This design comes from an exercise in tuning for small area on the open sky130 flow, not from production work.
In this exercise RTL edits were held to simulation tests only and were not proved equivalent to the original.
Power figures rest on the tool's default switching activity, not on a simulated workload.

`flow/flow/logic.abc`:
```
strash
dc2
dch -f
amap
```
`flow/flow/nf.abc`:
```
&get -n
&st
&dch -f
&nf -p -a -R 1000 -C 32 -F 8 -A 8
&put
```
`flow/flow/acc.abc`:
```
strash
dc2
dch -f
amap
&get -n
&st
&dch -f
&nf -a -R 1000
&put
```
`flow/flow/word.abc`:
```
strash
dc2
dch -f
amap
```
`flow/config.mk`:
```
export PLATFORM = sky130hd
export DESIGN_NAME = vx4_corr_tile
export DESIGN_NICKNAME = vx4_corr_tile
export VERILOG_FILES = /design/flow/design.v
export SDC_FILE = /design/flow/constraint.sdc
export NUM_CORES = 8
export LEC_CHECK = 0
export CAP_MARGIN = 20
export CELL_PAD_IN_SITES_DETAIL_PLACEMENT = 1
export CELL_PAD_IN_SITES_GLOBAL_PLACEMENT = 1
export CORE_MARGIN = 2
export CORE_UTILIZATION = 30
export CTS_BUF_LIST = sky130_fd_sc_hd__clkbuf_16
export CTS_CLUSTER_DIAMETER = 100
export CTS_CLUSTER_SIZE = 20
export PLACE_DENSITY = 0.45
export SLEW_MARGIN = 20
```
`flow/constraint.sdc`:
```
create_clock -name core_clock -period 13.0 [get_ports {clk}]
set_input_delay 2.6000 -clock core_clock [delete_from_list [all_inputs] [get_ports {clk}]]
set_output_delay 2.6000 -clock core_clock [all_outputs]
set_load 0.01 [all_outputs]
```
`flow/flow/abc_map.txt`:
```
*vx4_word* word.abc
*vx4_rdport* nf.abc
*vx4_acc* acc.abc
* logic.abc
```
`flow/flow/abc_override.tcl`:
```
proc abc {args} {
  set dir $::env(OWN_FLOW_DIR)
  set i [lsearch -exact $args -script]
  if {$i >= 0} { set args [lreplace $args $i [expr {$i + 1}]] }
  set f [open $dir/abc_map.txt r]
  set rules [split [string trim [read $f]] "\n"]
  close $f
  set done {}
  foreach rule $rules {
    lassign $rule pat scr
    set sel [list $pat]
    foreach d $done { lappend sel $d %d }
    yosys abc -script $dir/$scr {*}$args {*}$sel
    lappend done $pat
  }
}
```
`flow/flow/check_regs.py`:
```
#!/usr/bin/env python3
"""check_regs.py A.v B.v: exit 0 when the two netlists hold the same
registers: the same instance names, each of the same cell type."""
import re, sys

SEQ = re.compile(r"sky130_fd_sc_hd__(df|edf|sdf|sedf|dlx|dlr|dlclk|sdlclk)\w*")

def regs(path):
    out = {}
    for line in open(path):
        m = re.match(r"\s*(sky130_fd_sc_hd__\w+)\s+(\\\S+|\S+)\s*\(", line)
        if m and SEQ.fullmatch(m.group(1)):
            out[m.group(2)] = m.group(1)
    return out

a, b = regs(sys.argv[1]), regs(sys.argv[2])
print(f"{len(a)} registers in {sys.argv[1]}, {len(b)} in {sys.argv[2]}")
bad = 0
for k in sorted(set(a) | set(b)):
    if a.get(k) != b.get(k):
        bad += 1
        if bad <= 20:
            print(f"differ: {k}: {a.get(k)} / {b.get(k)}")
print("same" if bad == 0 else f"{bad} differ")
sys.exit(0 if bad == 0 else 1)
```
`flow/flow/run.sh`:
```
#!/bin/bash
# Own layout flow.
#  1. the standard synthesis (the reference for the registers).
#  2. The same synthesis again, but hierarchical, with ABC mapping each module
#     with a script picked for area (abc_override.tcl, abc_map.txt), and
#     without the full-adder cells (whose metal-1 pins crowd the routing); the
#     netlist is flattened and named as the standard one.
#  3. If its registers are exactly the standard synthesis's (names and cell
#     types), it replaces the standard netlist; otherwise the standard one is
#     kept.
#  4. the standard layout from floorplan to finish.
# Each tool's output goes to a log file of its own in the work folder.
set -euo pipefail
W=$(pwd)
F=$W/flow
R=$W/orfs/results/$FLOW_PLATFORM/vx4_corr_tile/base

bash standard.sh synth > "$W/1_standard_synth.log" 2>&1
cp "$R/1_2_yosys.v" "$W/synth_standard.v"

{ cat "$F/abc_override.tcl"; cat "$W/synth_recipe.tcl"; } > "$W/own_synth.tcl"
OWN_FLOW_DIR="$F" make -C "$FLOW_HOME" DESIGN_CONFIG="$W/config.mk" WORK_HOME="$W/orfs_own" \
  CLKGATE_MAP_FILE= ADDER_MAP_FILE= SYNTH_SCRIPT="$W/own_synth.tcl" SYNTH_HIERARCHICAL=1 synth \
  > "$W/2_own_synth.log" 2>&1 || true
OWN="$W/orfs_own/results/$FLOW_PLATFORM/vx4_corr_tile/base/1_2_yosys.v"

if [[ -f "$OWN" ]] && python3 "$F/check_regs.py" "$W/synth_standard.v" "$OWN" > "$W/2_check_regs.log" 2>&1; then
  cp "$OWN" "$W/synth_own.v"
  cp "$OWN" "$R/1_2_yosys.v"
  rm -f "$R/1_synth.odb" "$R/1_synth.sdc"
  echo "using the own synthesis" >> "$W/2_check_regs.log"
else
  echo "using the standard synthesis" >> "$W/2_check_regs.log"
fi

# ports buffered with a small buffer (the standard flow picks a delay cell)
bash standard.sh finish "BUFFER_PORTS_ARGS=-buffer_cell sky130_fd_sc_hd__buf_2" > "$W/3_standard_layout.log" 2>&1
```
`flow/design.v`:
```
module vx4_cell #(
    parameter ROW = 0,
    parameter COL = 0
) (
    input  wire         clk,
    input  wire [3:0]   osel,      
    input  wire [3:0]   opw,       
    input  wire [3:0]   ld,        
    input  wire         pol,       
    input  wire         neg,       
    input  wire         zero,      
    input  wire         ones,      
    input  wire         op_fold,
    input  wire [7:0]   row_a,     
    input  wire [7:0]   row_b,     
    input  wire [7:0]   col_b,     
    input  wire [7:0]   rown_b,    
    input  wire [7:0]   coln_a,    
    input  wire [7:0]   coln_b,    
    input  wire [7:0]   rown_a,    
    input  wire [63:0]  wbus,      
    output wire [255:0] raw,       
    output wire [7:0]   sraw       
);
    reg [7:0] x, yn;
    always @(*) begin
        if (!op_fold) begin
            x  = row_a;
            yn = coln_b;
        end else if (ROW > COL) begin
            x  = row_a;
            yn = coln_a;
        end else if (ROW < COL) begin
            x  = col_b;
            yn = rown_b;
        end else begin
            x  = row_a;
            yn = rown_a;
        end
    end
    wire [3:0] xr = x[7:4];
    wire [3:0] xi = x[3:0];
    wire [3:0] yr = yn[7:4];
    wire [3:0] yi = yn[3:0];
    wire [3:0] re_a1 = xr, re_b1 = yr, re_a2 = xi, re_b2 = yi;
    wire [3:0] re_e1 = ({4{neg}} & xr) | {4{ones & zero}};
    wire [3:0] re_e2 = {4{neg}} & xi;
    wire diag_fold = op_fold && (ROW == COL);
    wire [3:0] qr  = row_b[7:4];
    wire [3:0] qi  = row_b[3:0];
    wire [3:0] qnr = rown_b[7:4];
    wire [3:0] qni = rown_b[3:0];
    wire [3:0] im_a1 = diag_fold ? qr  : xi;
    wire [3:0] im_b1 = diag_fold ? qnr : yr;
    wire [3:0] im_a2 = diag_fold ? qi  : xr;
    wire [3:0] im_b2 = diag_fold ? qni : ~yi;
    wire [3:0] im_e1 = (diag_fold ? ({4{neg}} & qr) : (neg ? xi : xr)) | {4{ones & zero}};
    wire [3:0] im_e2 = diag_fold ? ({4{neg}} & qi) : 4'd0;
    wire [65:0] q [0:3];
    reg [65:0] s_w;
    integer k;
    always @(*) begin
        s_w = 66'd0;
        for (k = 0; k < 4; k = k + 1)
            s_w = s_w | ({66{osel[k]}} & q[k]);
    end
    wire [31:0] x_re, x_im;
    wire        xs_re, xs_im;
    vx4_acc u_re (.s(s_w[31:0]), .sst(s_w[64]), .a1(re_a1), .b1(re_b1), .a2(re_a2), .b2(re_b2),
                  .e1(re_e1), .e2(re_e2), .zero(zero), .ones(ones), .pol(pol), .x(x_re), .xs(xs_re));
    vx4_acc u_im (.s(s_w[63:32]), .sst(s_w[65]), .a1(im_a1), .b1(im_b1), .a2(im_a2), .b2(im_b2),
                  .e1(im_e1), .e2(im_e2), .zero(zero), .ones(ones), .pol(pol), .x(x_im), .xs(xs_im));
    wire [65:0] xbus = {xs_im, xs_re, x_im, x_re};
    wire [65:0] lbus = {pol, pol, wbus};
    genvar g;
    generate
        for (g = 0; g < 4; g = g + 1) begin : g_slot
            vx4_word u_word (.clk(clk), .opw(opw[g]), .ld(ld[g]), .xbus(xbus), .lbus(lbus), .q(q[g]));
            assign raw[64*g +: 64] = q[g][63:0];
            assign sraw[2*g +: 2]  = q[g][65:64];
        end
    endgenerate
endmodule
module vx4_word (
    input  wire        clk,
    input  wire        opw,
    input  wire        ld,
    input  wire [65:0] xbus,
    input  wire [65:0] lbus,
    output reg  [65:0] q
);
    wire hold = ~(opw | ld);
    always @(posedge clk)
        q <= ~(({66{opw}} & xbus) | ({66{ld}} & lbus) | ({66{hold}} & q));
endmodule
module vx4_acc (
    input  wire [31:0] s,
    input  wire        sst,
    input  wire [3:0]  a1, b1, a2, b2, e1, e2,
    input  wire        zero,
    input  wire        ones,
    input  wire        pol,
    output wire [31:0] x,
    output wire        xs
);
    wire       inc, dec;
    wire k_1 = s[3] ^ ~(a1[0] & b1[3]) ^ (a1[1] & b1[2]);
    wire k_2 = (s[3] & ~(a1[0] & b1[3])) | (s[3] & (a1[1] & b1[2])) | (~(a1[0] & b1[3]) & (a1[1] & b1[2]));
    wire k_3 = s[1] ^ (a1[0] & b1[1]);
    wire k_4 = s[1] & (a1[0] & b1[1]);
    wire k_5 = s[2] ^ (a1[0] & b1[2]) ^ (a1[1] & b1[1]);
    wire k_6 = (s[2] & (a1[0] & b1[2])) | (s[2] & (a1[1] & b1[1])) | ((a1[0] & b1[2]) & (a1[1] & b1[1]));
    wire k_7 = (a1[2] & b1[0]) ^ (a2[0] & b2[2]) ^ (a2[1] & b2[1]);
    wire k_8 = ((a1[2] & b1[0]) & (a2[0] & b2[2])) | ((a1[2] & b1[0]) & (a2[1] & b2[1])) | ((a2[0] & b2[2]) & (a2[1] & b2[1]));
    wire k_9 = (a1[2] & b1[1]) ^ ~(a1[3] & b1[0]) ^ ~(a2[0] & b2[3]);
    wire k_10 = ((a1[2] & b1[1]) & ~(a1[3] & b1[0])) | ((a1[2] & b1[1]) & ~(a2[0] & b2[3])) | (~(a1[3] & b1[0]) & ~(a2[0] & b2[3]));
    wire k_11 = (a2[1] & b2[2]) ^ (a2[2] & b2[1]) ^ ~(a2[3] & b2[0]);
    wire k_12 = ((a2[1] & b2[2]) & (a2[2] & b2[1])) | ((a2[1] & b2[2]) & ~(a2[3] & b2[0])) | ((a2[2] & b2[1]) & ~(a2[3] & b2[0]));
    wire k_13 = ~e1[3] ^ ~e2[3];
    wire k_14 = ~e1[3] & ~e2[3];
    wire k_15 = s[4] ^ ~(a1[1] & b1[3]) ^ (a1[2] & b1[2]);
    wire k_16 = (s[4] & ~(a1[1] & b1[3])) | (s[4] & (a1[2] & b1[2])) | (~(a1[1] & b1[3]) & (a1[2] & b1[2]));
    wire k_17 = ~(a1[3] & b1[1]) ^ ~(a2[1] & b2[3]) ^ (a2[2] & b2[2]);
    wire k_18 = (~(a1[3] & b1[1]) & ~(a2[1] & b2[3])) | (~(a1[3] & b1[1]) & (a2[2] & b2[2])) | (~(a2[1] & b2[3]) & (a2[2] & b2[2]));
    wire k_19 = ~(a2[3] & b2[1]) ^ 1'b1 ^ k_2;
    wire k_20 = (~(a2[3] & b2[1]) & 1'b1) | (~(a2[3] & b2[1]) & k_2) | (1'b1 & k_2);
    wire k_21 = s[5] ^ ~(a1[2] & b1[3]) ^ ~(a1[3] & b1[2]);
    wire k_22 = (s[5] & ~(a1[2] & b1[3])) | (s[5] & ~(a1[3] & b1[2])) | (~(a1[2] & b1[3]) & ~(a1[3] & b1[2]));
    wire k_23 = s[0] ^ (a1[0] & b1[0]);
    wire k_24 = s[0] & (a1[0] & b1[0]);
    wire k_25 = (a1[1] & b1[0]) ^ (a2[0] & b2[1]) ^ (a2[1] & b2[0]);
    wire k_26 = ((a1[1] & b1[0]) & (a2[0] & b2[1])) | ((a1[1] & b1[0]) & (a2[1] & b2[0])) | ((a2[0] & b2[1]) & (a2[1] & b2[0]));
    wire k_27 = e1[1] ^ e2[1];
    wire k_28 = e1[1] & e2[1];
    wire k_29 = (a2[2] & b2[0]) ^ e1[2] ^ e2[2];
    wire k_30 = ((a2[2] & b2[0]) & e1[2]) | ((a2[2] & b2[0]) & e2[2]) | (e1[2] & e2[2]);
    wire k_31 = k_4 ^ k_5 ^ k_7;
    wire k_32 = (k_4 & k_5) | (k_4 & k_7) | (k_5 & k_7);
    wire k_33 = k_1 ^ k_6 ^ k_8;
    wire k_34 = (k_1 & k_6) | (k_1 & k_8) | (k_6 & k_8);
    wire k_35 = k_9 ^ k_11 ^ k_13;
    wire k_36 = (k_9 & k_11) | (k_9 & k_13) | (k_11 & k_13);
    wire k_37 = k_10 ^ k_12 ^ k_14;
    wire k_38 = (k_10 & k_12) | (k_10 & k_14) | (k_12 & k_14);
    wire k_39 = k_15 ^ k_17 ^ k_19;
    wire k_40 = (k_15 & k_17) | (k_15 & k_19) | (k_17 & k_19);
    wire k_41 = ~(a2[2] & b2[3]) ^ ~(a2[3] & b2[2]) ^ k_16;
    wire k_42 = (~(a2[2] & b2[3]) & ~(a2[3] & b2[2])) | (~(a2[2] & b2[3]) & k_16) | (~(a2[3] & b2[2]) & k_16);
    wire k_43 = k_18 ^ k_20 ^ k_21;
    wire k_44 = (k_18 & k_20) | (k_18 & k_21) | (k_20 & k_21);
    wire k_45 = s[6] ^ (a1[3] & b1[3]) ^ (a2[3] & b2[3]);
    wire k_46 = (s[6] & (a1[3] & b1[3])) | (s[6] & (a2[3] & b2[3])) | ((a1[3] & b1[3]) & (a2[3] & b2[3]));
    wire k_47 = (a2[0] & b2[0]) ^ e1[0];
    wire k_48 = (a2[0] & b2[0]) & e1[0];
    wire k_49 = k_3 ^ k_24 ^ k_25;
    wire k_50 = (k_3 & k_24) | (k_3 & k_25) | (k_24 & k_25);
    wire k_51 = k_26 ^ k_28 ^ k_29;
    wire k_52 = (k_26 & k_28) | (k_26 & k_29) | (k_28 & k_29);
    wire k_53 = k_30 ^ k_32 ^ k_33;
    wire k_54 = (k_30 & k_32) | (k_30 & k_33) | (k_32 & k_33);
    wire k_55 = k_34 ^ k_36 ^ k_37;
    wire k_56 = (k_34 & k_36) | (k_34 & k_37) | (k_36 & k_37);
    wire k_57 = k_38 ^ k_40 ^ k_41;
    wire k_58 = (k_38 & k_40) | (k_38 & k_41) | (k_40 & k_41);
    wire k_59 = k_22 ^ k_42 ^ k_44;
    wire k_60 = (k_22 & k_42) | (k_22 & k_44) | (k_42 & k_44);
    wire k_61 = e2[0] ^ k_23;
    wire k_62 = e2[0] & k_23;
    wire k_63 = k_27 ^ k_48 ^ k_49;
    wire k_64 = (k_27 & k_48) | (k_27 & k_49) | (k_48 & k_49);
    wire k_65 = k_31 ^ k_50 ^ k_51;
    wire k_66 = (k_31 & k_50) | (k_31 & k_51) | (k_50 & k_51);
    wire k_67 = k_35 ^ k_52 ^ k_53;
    wire k_68 = (k_35 & k_52) | (k_35 & k_53) | (k_52 & k_53);
    wire k_69 = k_39 ^ k_54 ^ k_55;
    wire k_70 = (k_39 & k_54) | (k_39 & k_55) | (k_54 & k_55);
    wire k_71 = k_43 ^ k_56 ^ k_57;
    wire k_72 = (k_43 & k_56) | (k_43 & k_57) | (k_56 & k_57);
    wire k_73 = k_45 ^ k_58 ^ k_59;
    wire k_74 = (k_45 & k_58) | (k_45 & k_59) | (k_58 & k_59);
    wire k_75 = s[7] ^ k_46 ^ k_60;
    wire k_76 = (s[7] & k_46) | (s[7] & k_60) | (k_46 & k_60);
    wire k_77 = s[8] ^ 1'b1;
    wire k_78 = s[8] & 1'b1;
    assign x[0] = k_47 ^ k_61;
    wire k_80 = k_47 & k_61;
    assign x[1] = k_62 ^ k_63 ^ k_80;
    wire k_82 = (k_62 & k_63) | (k_62 & k_80) | (k_63 & k_80);
    assign x[2] = k_64 ^ k_65 ^ k_82;
    wire k_84 = (k_64 & k_65) | (k_64 & k_82) | (k_65 & k_82);
    assign x[3] = k_66 ^ k_67 ^ k_84;
    wire k_86 = (k_66 & k_67) | (k_66 & k_84) | (k_67 & k_84);
    assign x[4] = k_68 ^ k_69 ^ k_86;
    wire k_88 = (k_68 & k_69) | (k_68 & k_86) | (k_69 & k_86);
    assign x[5] = k_70 ^ k_71 ^ k_88;
    wire k_90 = (k_70 & k_71) | (k_70 & k_88) | (k_71 & k_88);
    assign x[6] = k_72 ^ k_73 ^ k_90;
    wire k_92 = (k_72 & k_73) | (k_72 & k_90) | (k_73 & k_90);
    assign x[7] = k_74 ^ k_75 ^ k_92;
    wire k_94 = (k_74 & k_75) | (k_74 & k_92) | (k_75 & k_92);
    assign x[8] = k_76 ^ k_77 ^ k_94;
    wire k_96 = (k_76 & k_77) | (k_76 & k_94) | (k_77 & k_94);
    assign inc = k_78 & k_96;
    assign dec = ~(k_78 | k_96);
    wire [23:0] p1, p0;
    assign p1[0] = 1'b1;
    assign p0[0] = 1'b1;
    genvar i;
    generate
        for (i = 0; i < 23; i = i + 1) begin : g_up
            assign p1[i+1] = p1[i] & s[9+i];
            assign p0[i+1] = p0[i] & ~s[9+i];
            assign x[9+i]  = s[9+i] ^ ((inc & p1[i]) | (dec & p0[i]));
        end
    endgenerate
    wire a1_10 = &s[30:10];
    wire a0_10 = ~|s[30:10];
    wire nod   = ~inc & ~dec;
    wire out33 = (inc & ~s[31] & a1_10 & s[9]) | (dec & s[31] & a0_10 & ~s[9]);
    wire code1 = ~s[31] & a1_10 & (&x[8:0])  & (s[9] ? nod : inc);    
    wire code0 =  s[31] & a0_10 & ~(|x[8:0]) & (s[9] ? dec : nod);    
    wire ovf   = out33 | (pol ? code1 : code0);
    wire st_new = ~zero & ((sst ^ pol) | ovf);
    assign xs = st_new ^ ones;
endmodule
module vx4_corr_tile (
    input  wire        clk,
    input  wire        rst,
    input  wire        op_valid,
    input  wire [1:0]  op,
    input  wire [1:0]  op_slot,
    input  wire        op_fold,
    input  wire [31:0] row_vec,
    input  wire [31:0] col_vec,
    input  wire        wr_en,
    input  wire [1:0]  wr_slot,
    input  wire [3:0]  wr_cell,
    input  wire [63:0] wr_data,
    input  wire [1:0]  rd_slot,
    input  wire [3:0]  rd_cell,
    output reg  [63:0] rd_word,
    output reg  [1:0]  rd_sat
);
    localparam N = 4;
    reg pol;
    always @(posedge clk)
        pol <= rst | ~pol;
    wire is_arith = (op == 2'd0) || (op == 2'd1);
    wire is_clear = (op == 2'd2);
    wire op_do    = op_valid && (op != 2'd3);
    wire zero     = rst | is_clear;
    wire ones     = ~rst & pol;
    wire neg      = op[0] ^ pol;
    wire [3:0] osel;
    assign osel[0] = ~zero && (op_slot == 2'd0);
    assign osel[1] = ~zero && (op_slot == 2'd1);
    assign osel[2] = ~zero && (op_slot == 2'd2);
    assign osel[3] = ~zero && (op_slot == 2'd3);
    wire [3:0] opw_s;
    assign opw_s[0] = rst | (op_do && (op_slot == 2'd0));
    assign opw_s[1] = rst | (op_do && (op_slot == 2'd1));
    assign opw_s[2] = rst | (op_do && (op_slot == 2'd2));
    assign opw_s[3] = rst | (op_do && (op_slot == 2'd3));
    wire ld_do = wr_en && !rst;
    wire [31:0] row_g = row_vec & {32{~zero}};
    wire [31:0] col_g = col_vec & {32{~zero}};
    wire [31:0] row_n = row_vec ^ {32{neg}};
    wire [31:0] col_n = col_vec ^ {32{neg}};
    wire [63:0] wbus = wr_data ^ {64{pol}};
    wire [256*N*N-1:0] raw_all;
    wire [8*N*N-1:0]   sraw_all;
    genvar r, c;
    generate
        for (r = 0; r < N; r = r + 1) begin : g_row
            for (c = 0; c < N; c = c + 1) begin : g_col
                localparam integer Q = N * r + c;
                wire       hit = ld_do && (wr_cell == Q);
                wire [3:0] ld;
                assign ld[0] = hit && (wr_slot == 2'd0);
                assign ld[1] = hit && (wr_slot == 2'd1);
                assign ld[2] = hit && (wr_slot == 2'd2);
                assign ld[3] = hit && (wr_slot == 2'd3);
                vx4_cell #(
                    .ROW(r),
                    .COL(c)
                ) u_cell (
                    .clk     (clk),
                    .osel    (osel),
                    .opw     (opw_s & ~ld),
                    .ld      (ld),
                    .pol     (pol),
                    .neg     (neg),
                    .zero    (zero),
                    .ones    (ones),
                    .op_fold (op_fold),
                    .row_a   (row_g[8*r +: 8]),
                    .row_b   (col_g[8*r +: 8]),
                    .col_b   (col_g[8*c +: 8]),
                    .rown_b  (col_n[8*r +: 8]),
                    .coln_a  (row_n[8*c +: 8]),
                    .coln_b  (col_n[8*c +: 8]),
                    .rown_a  (row_n[8*r +: 8]),
                    .wbus    (wbus),
                    .raw     (raw_all[256*Q +: 256]),
                    .sraw    (sraw_all[8*Q +: 8])
                );
            end
        end
    endgenerate
    wire [63:0] rd_d;
    wire [1:0]  rd_s;
    vx4_rdport u_rd (.idx({rd_cell, rd_slot}), .raw(raw_all), .sraw(sraw_all), .pol(pol),
                     .word(rd_d), .sat(rd_s));
    always @(posedge clk) begin
        if (rst) begin
            rd_word <= 64'd0;
            rd_sat  <= 2'b00;
        end else begin
            rd_sat  <= rd_s;
            rd_word <= rd_d;
        end
    end
endmodule
module vx4_rdport (
    input  wire [5:0]    idx,
    input  wire [4095:0] raw,
    input  wire [127:0]  sraw,
    input  wire          pol,
    output wire [63:0]   word,
    output wire [1:0]    sat
);
    reg [63:0] sel_raw;
    reg [1:0]  sel_st;
    integer w;
    always @(*) begin
        sel_raw = 64'd0;
        sel_st  = 2'd0;
        for (w = 0; w < 64; w = w + 1) begin
            sel_raw = sel_raw | ({64{idx == w}} & raw[64*w +: 64]);
            sel_st  = sel_st  | ({2{idx == w}} & sraw[2*w +: 2]);
        end
    end
    wire [63:0] val = sel_raw ^ {64{pol}};
    assign sat  = sel_st ^ {2{pol}};
    assign word = (sat != 2'b00) ? 64'h8000_0000_8000_0000 : val;
endmodule
```
`flow/standard.sh`:
```
#!/bin/bash
# synth_recipe.tcl (not shown) runs the flow's synth.tcl, then flattens the netlist and writes it again
# the make line also repeats each setting of config.mk as NAME=value (left out here)
make -C /OpenROAD-flow-scripts/flow DESIGN_CONFIG=/design/flow/config.mk WORK_HOME=/design/flow/orfs CLKGATE_MAP_FILE= SYNTH_SCRIPT=/design/flow/synth_recipe.tcl "${@:-finish}"
```
==> impl_metrics.toml, run 1 <==
[grt]
grt_usage = 0.419
grt_max_degree = 122
grt_pass1_vias = 276843
antenna_found_initial = 234
gr-total-overflow = 0
grt_pass1_wl_um = 2420000

[worst_setup_path]
cp-startpoint = "op[0]"
crit_fanout = 38
r2r_end = "g_row[1].g_col[3].u_cell.g_slot[2].u_word.q[31]"
critPathArrivalTime_ns = 11.97
reg2regPathDepth = 35
crit_path_start_kind = "input pin"
required_ns = 13.92
crit_slowest_cell = "o22ai_2"
r2r-start = "pol"
slowest_delay_ns = 0.98
end_kind = "flop"
crit_type = "in2reg"
crit_top_cell = "nor2_1"
cpLargestDelayFamily = "compound AO/OA/AOI/OAI gates"
r2r_slack_ns = 2.94
worst-path-buf-inv = 7

[floorplanning]
die_area_um2 = 807000
die_w_um = 899
initial_core_util = 0.301
die_y_um = 899
core_um2 = 798000
row_count = 328
ios = 215

[detailed_routing]
final_antenna_net_count = 0
first_pass_iters = 17
route.vias.total = 292772
drt_wl_total_um = 1810000
wl_per_cell_um = 45.6
viasPerCell = 7.39
dr.first_iter.drc_count = 73199
drcViolationCount = 0

[synthesis]
synth_area_per_cell_um2 = 8.86
synth_area_um2 = 240000
ys_warn_count = 19
postSynthCellCount = 27085

[run]
cap_violations = 0

[hold_path]
hold_depth = 1
worstHoldEndpoint = "g_row[3].g_col[3].u_cell.g_slot[3].u_word.q[7]"
holdCritPathClass = "reg2reg"
min_from = "g_row[3].g_col[3].u_cell.g_slot[3].u_word.q[7]"

[clocking]
clk_latency_ns = 1.11
cts_sinks = 4291
cts_resized = 0
clk_pin_slew_ns = 0.09
hold_buffers = 0
cts_setup_buffers = 0
cts-buffers-inserted = 264
h-tree-depth = 5
cts_root_buffer = "clkbuf_16"
cts_tree = "yes"
cts_buffer_depth = 4

[sta]
finalClockSkew_ns = 0.0848
setup_violations = 0
tightest_slew_ns = 1.42
max_freq_ghz = 0.0904
relSlewSlack = 0.0466
hold_viol_final = 0
min_period_ns = 11.06
setup_tns_ns = 0
finalMaxSlewViolations = 0
final.period_utilization = 0.851
rsz0062_at_grt = "no"

[final_layout]
post-route-util = 0.347
syn2layout_area_growth_pct = 15.2
fill_cells = 92273
layout-drive-gt1-share = 0.0777
fin_nets = 28991

[power]
ir_drop_v = 0.000311
p_per_area_nw_per_um2 = 246
power_leakage_nw = 104

[placement]
port-buffer-count = 214
gp_congestion = 0.984
dp_hpwl_um = 1260000

[run_status]
status = "complete, no violations"
[power by group]
group,total (mW),internal (mW),leakage [nW],switching (mW)
registers,23.9,18.9,36.1,4.95
logic,34.7,11.5,63.9,23.2
clock network,9.56,4.03,3.76,5.52
total,68.1,34.4,104,33.7
[routing by layer]
layer | wire length, um | global-route usage | up-vias | part of all wire
met5 | 1060 | 0.000470 | - | 0.00059
met4 | 150000 | 0.299 | 150 | 0.083
met3 | 226000 | 0.141 | 4166 | 0.13
met2 | 759000 | 0.624 | 20664 | 0.42
met1 | 670000 | 0.506 | 149472 | 0.37
li1 | - | - | 118320 | -
[metrics by stage]
| stage | total power [mW] | std cells | hold WS [ns] | worst slack (ns) | cell area [um2] |
|---|---|---|---|---|---|
| 5_1_grt | 70.8 | 39490 | 0.489 | 1.44 | 276000 |
| 3_5_place_dp | 57.4 | 39110 | 0.458 | 1.27 | 268000 |
| 3_3_place_gp | 56.7 | 39088 | 0.450 | 0.381 | 268000 |
| 6_report | 68.1 | 39601 | 0.473 | 1.94 | 277000 |
| 2_1_floorplan | 43.7 | 27169 | 0.438 | -58.17 | 241000 |
| 4_1_cts | 66.8 | 39450 | 0.472 | 2.42 | 276000 |
[worst reg2reg max path: cells and delay by family (launching register included)]
kind                       cells  cell delay (ns)
DFF                            1             0.48
xor gates and xnor gates       4             0.95
and+or+nand+nor               14             3.34
AOI/OAI and AO/OA             10             2.74
adders and majority gates      1             0.24
buffers and inverters          6             2.13
[registers in the layout, summed over array words and instances, names as in the netlist]
signal                              flops
g_row.g_col.u_cell.g_slot.u_word.q   4224
rd_word                                64
rd_sat                                  2
pol                                     1
[placed cells by master, fill, tap and decap left out, drive strengths merged, types with 957 or more instances in the layout]
cell type,count
o21ai,957
dfxtp,4291
nor2,2124
clkinv,1138
nand2,3872
xnor2,1110
xor2,1228
buf,1403
a222oi,6024
[worst max path at each step]
stage	end	slack (ns)	cells past startpoint
after global placement	g_row[3].g_col[3].u_cell.g_slot[0].u_word.q[64]	0.38	34
after CTS	g_row[1].g_col[2].u_cell.g_slot[0].u_word.q[23]	2.42	36
after global routing	g_row[1].g_col[2].u_cell.g_slot[2].u_word.q[23]	1.44	36
final	g_row[1].g_col[2].u_cell.g_slot[0].u_word.q[23]	1.94	36
after floorplan	g_row[3].g_col[0].u_cell.g_slot[0].u_word.q[63]	-58.17	26
after detailed placement	g_row[0].g_col[2].u_cell.g_slot[2].u_word.q[64]	1.27	27
[final cells by class]
type	instances	area, um2	share of cell area
Antenna cell	125	313	0.00113
Clock buffer	283	7080	0.0256
Clock inverter	57	548	0.00198
Inverter	1119	4260	0.0154
Multi-Input combinational cell	21759	154000	0.557
Sequential cell	4291	85900	0.311
Tap cell	10560	13200	0.0478
Timing Repair Buffer	1407	11200	0.0406
==> run 2: changes to the inputs <==
==> flow/config.mk (replaced) <==
export PLATFORM = sky130hd
export DESIGN_NAME = vx4_corr_tile
export DESIGN_NICKNAME = vx4_corr_tile
export VERILOG_FILES = /design/flow/design.v
export SDC_FILE = /design/flow/constraint.sdc
export NUM_CORES = 8
export LEC_CHECK = 0
export CAP_MARGIN = 20
export CELL_PAD_IN_SITES_DETAIL_PLACEMENT = 2
export CELL_PAD_IN_SITES_GLOBAL_PLACEMENT = 2
export CORE_MARGIN = 2
export CORE_UTILIZATION = 25
export CTS_BUF_LIST = sky130_fd_sc_hd__clkbuf_16
export CTS_CLUSTER_DIAMETER = 100
export CTS_CLUSTER_SIZE = 20
export PLACE_DENSITY = 0.35
export SLEW_MARGIN = 20
==> run 2 against run 1 <==
  * Highest routed layer unchanged
  * Combinational power rose by 5%
  * Hold slack improved by 0.0028 ns
  * Synthesized cell count is the same
  * Critical endpoint is now g_row[1].g_col[2].u_cell.g_slot[3].u_word.q[29]
  * Total power up 6.3%
  * Sequential cell count unchanged
  * Global-route usage shrank 1.8 points
  * Synthesized area did not move
  * Sequential power hardly changed
  * Largest power group unchanged
  * Final area grew 3.3%
==> impl_metrics.toml, run 2 <==
[synthesis]
synth_area_um2 = 240000
postSynthCellCount = 27085
synth_area_per_cell_um2 = 8.86
ys_warn_count = 19

[sta]
hold_viol_final = 0
relSlewSlack = 0.0598
setup_violations = 0
final.period_utilization = 0.849
finalClockSkew_ns = 0.134
finalMaxSlewViolations = 0
max_freq_ghz = 0.0906
setup_ws_ns = 1.96
tightest_slew_ns = 1.41
rsz0062_at_grt = "no"
setup_tns_ns = 0
min_period_ns = 11.04

[hold_path]
min_from = "g_row[2].g_col[0].u_cell.g_slot[3].u_word.q[7]"
holdCritPathClass = "reg2reg"
hold_depth = 1

[power]
ir_drop_v = 0.000149
p_per_area_nw_per_um2 = 253
power_leakage_nw = 107

[placement]
dp_hpwl_um = 1460000
gp_congestion = 0.928
port-buffer-count = 214
dp_slack_ns = 1.06
place_inst = 41533

[final_layout]
final_cell_mix = "a222oi_1, dfxtp_1, nand2_1, nor2_1, buf_4"
top_regs = "g_row.g_col.u_cell.g_slot.u_word.q: 4224 flops, rd_word: 64 flops, rd_sat: 2 flops"
regMostFlops = "g_row.g_col.u_cell.g_slot.u_word.q"
layout-drive-gt1-share = 0.0958
syn2layout_area_growth_pct = 19.1
fill_cells = 107710
largest_reg_flops = 4224
final_cells = 42382
layout_commonest_cell = "a222oi_1"
fin_nets = 29372

[clocking]
cts_root_buffer = "clkbuf_16"
hold_buffers = 0
clk_latency_ns = 1.16
cts_setup_buffers = 0
cts_tree = "yes"
cts_buffer_depth = 5
cts_sinks = 4291
cts-buffers-inserted = 342
h-tree-depth = 5
clk_pin_slew_ns = 0.09
cts_resized = 0

[detailed_routing]
viasPerCell = 7.09
wl_met3_um = 223000
met2_length_um = 885000
dr.first_iter.drc_count = 71104
first_pass_iters = 14
wl_per_cell_um = 48.6
route.vias.total = 300699
wl_met1_um = 806000
drt_wl_total_um = 2060000
final_antenna_net_count = 0
route.top_layer_used = "met5"
drcViolationCount = 0

[grt]
gr-total-overflow = 0
grt_pass1_vias = 291445
grt_max_degree = 78
antenna_found_initial = 325
grt_pass1_wl_um = 2710000
grt_usage = 0.402

[worst_setup_path]
crit_fanout = 29
crit_type = "in2reg"
end_kind = "flop"
crit_path_start_kind = "input pin"
crit_slowest_cell = "o22ai_1"
slowest_delay_ns = 0.68
critPathArrivalTime_ns = 11.91
cp-startpoint = "op[0]"
required_ns = 13.88
r2r-start = "pol"
reg2regPathDepth = 38
crit_top_cell = "nor2_1"

[floorplanning]
die_area_um2 = 968000
die_y_um = 984
die_w_um = 984
initial_core_util = 0.250
row_count = 360
core_um2 = 959000
ios = 215

[run_status]
status = "complete, no violations"

[run]
cap_violations = 0
## run 2: layer usage
layer,GRT usage,up-vias
met4,0.258,118
met1,0.501,158315
met3,0.115,3400
met5,0,-
li1,-,119363
met2,0.606,19503
## run 2: path summary, 6_finish.rpt
check	to	slack (ns)
max	g_row[1].g_col[2].u_cell.g_slot[3].u_word.q[29]	1.96
min	g_row[2].g_col[0].u_cell.g_slot[3].u_word.q[7]	0.48
max reg2reg	g_row[1].g_col[2].u_cell.g_slot[3].u_word.q[29]	2.55
min reg2reg	g_row[2].g_col[0].u_cell.g_slot[3].u_word.q[7]	0.48
## run 2: per-stage QoR
stage	power (mW)	util	hold WS, ns	area (um2)
6_report	72.4	0.298	0.476	286000
3_3_place_gp	58.5	0.285	0.450	273000
5_1_grt	75.3	0.298	0.489	285000
3_5_place_dp	59.4	0.286	0.459	274000
2_1_floorplan	43.7	-	0.438	241000
4_1_cts	71.5	0.297	0.476	285000
## run 2: critical path, delay by kind of cell
| kind | cells | cell delay, ns |
|---|---|---|
| xor gates and xnor gates | 3 | 0.84 |
| AOI/OAI and AO/OA | 9 | 2.05 |
| buffers and inverters | 9 | 2.49 |
| adders and majority gates | 1 | 0.23 |
| and+or+nand+nor | 17 | 3.63 |
## run 2: where the power goes
| group | leakage [nW] | switching, mW | internal [mW] | total (mW) |
|---|---|---|---|---|
| clock network | 5.49 | 6.57 | 5.43 | 12.0 |
| registers | 36.1 | 5.17 | 18.9 | 24.1 |
| logic | 65.6 | 24.5 | 11.8 | 36.3 |
| total | 107 | 36.3 | 36.1 | 72.4 |
## run 2: cell type report
| class | count | area, um2 | share of cell area |
|---|---|---|---|
| antenna | 273 | 683 | 0.00239 |
| timing repair buffer | 1710 | 13600 | 0.0475 |
| clock inverter | 213 | 2440 | 0.00855 |
| sequential | 4291 | 85900 | 0.301 |
| clock buffer | 347 | 8680 | 0.0304 |
| inverter | 1119 | 4260 | 0.0149 |
| tap | 12670 | 15900 | 0.0555 |
| multi-input combinational | 21759 | 154000 | 0.540 |

separate check: timing with driven ports:
The results above use ideal ports. As a check the final layouts listed here were re-extracted and re-timed, cells and wires unchanged. Step 1: set_driving_cell puts a clkbuf_16 on clk and a buf_2 on each other input, an assumption about the parent block. Step 2, shift: input delay + t, output delay - t, t = (earliest + latest rising clock arrival at the registers) / 2. This alone moves slack from input paths to output paths. Slacks: no drivers / after step 1 / after step 2; pairs: no drivers / after step 1.
| run | shift t [ns] | slack for setup (ns) | hold slack, ns | clock arrival spread, ns | slew at the worst register clock pin (ns) |
|---|---|---|---|---|---|
| run 1 | 1.214 | 1.943 / 2.064 / 0.851 | 0.473 / 0.473 / 0.473 | 0.085 / 0.085 | 0.10 / 0.10 |
| run 2 | 1.273 | 1.964 / 2.019 / 0.746 | 0.476 / 0.476 / 0.476 | 0.152 / 0.152 | 0.10 / 0.10 |
After both steps every run listed still meets setup and hold. For run 2, which loses most, drivers alone change the setup slack by +0.055 ns; drivers and shift together by -1.218 ns.
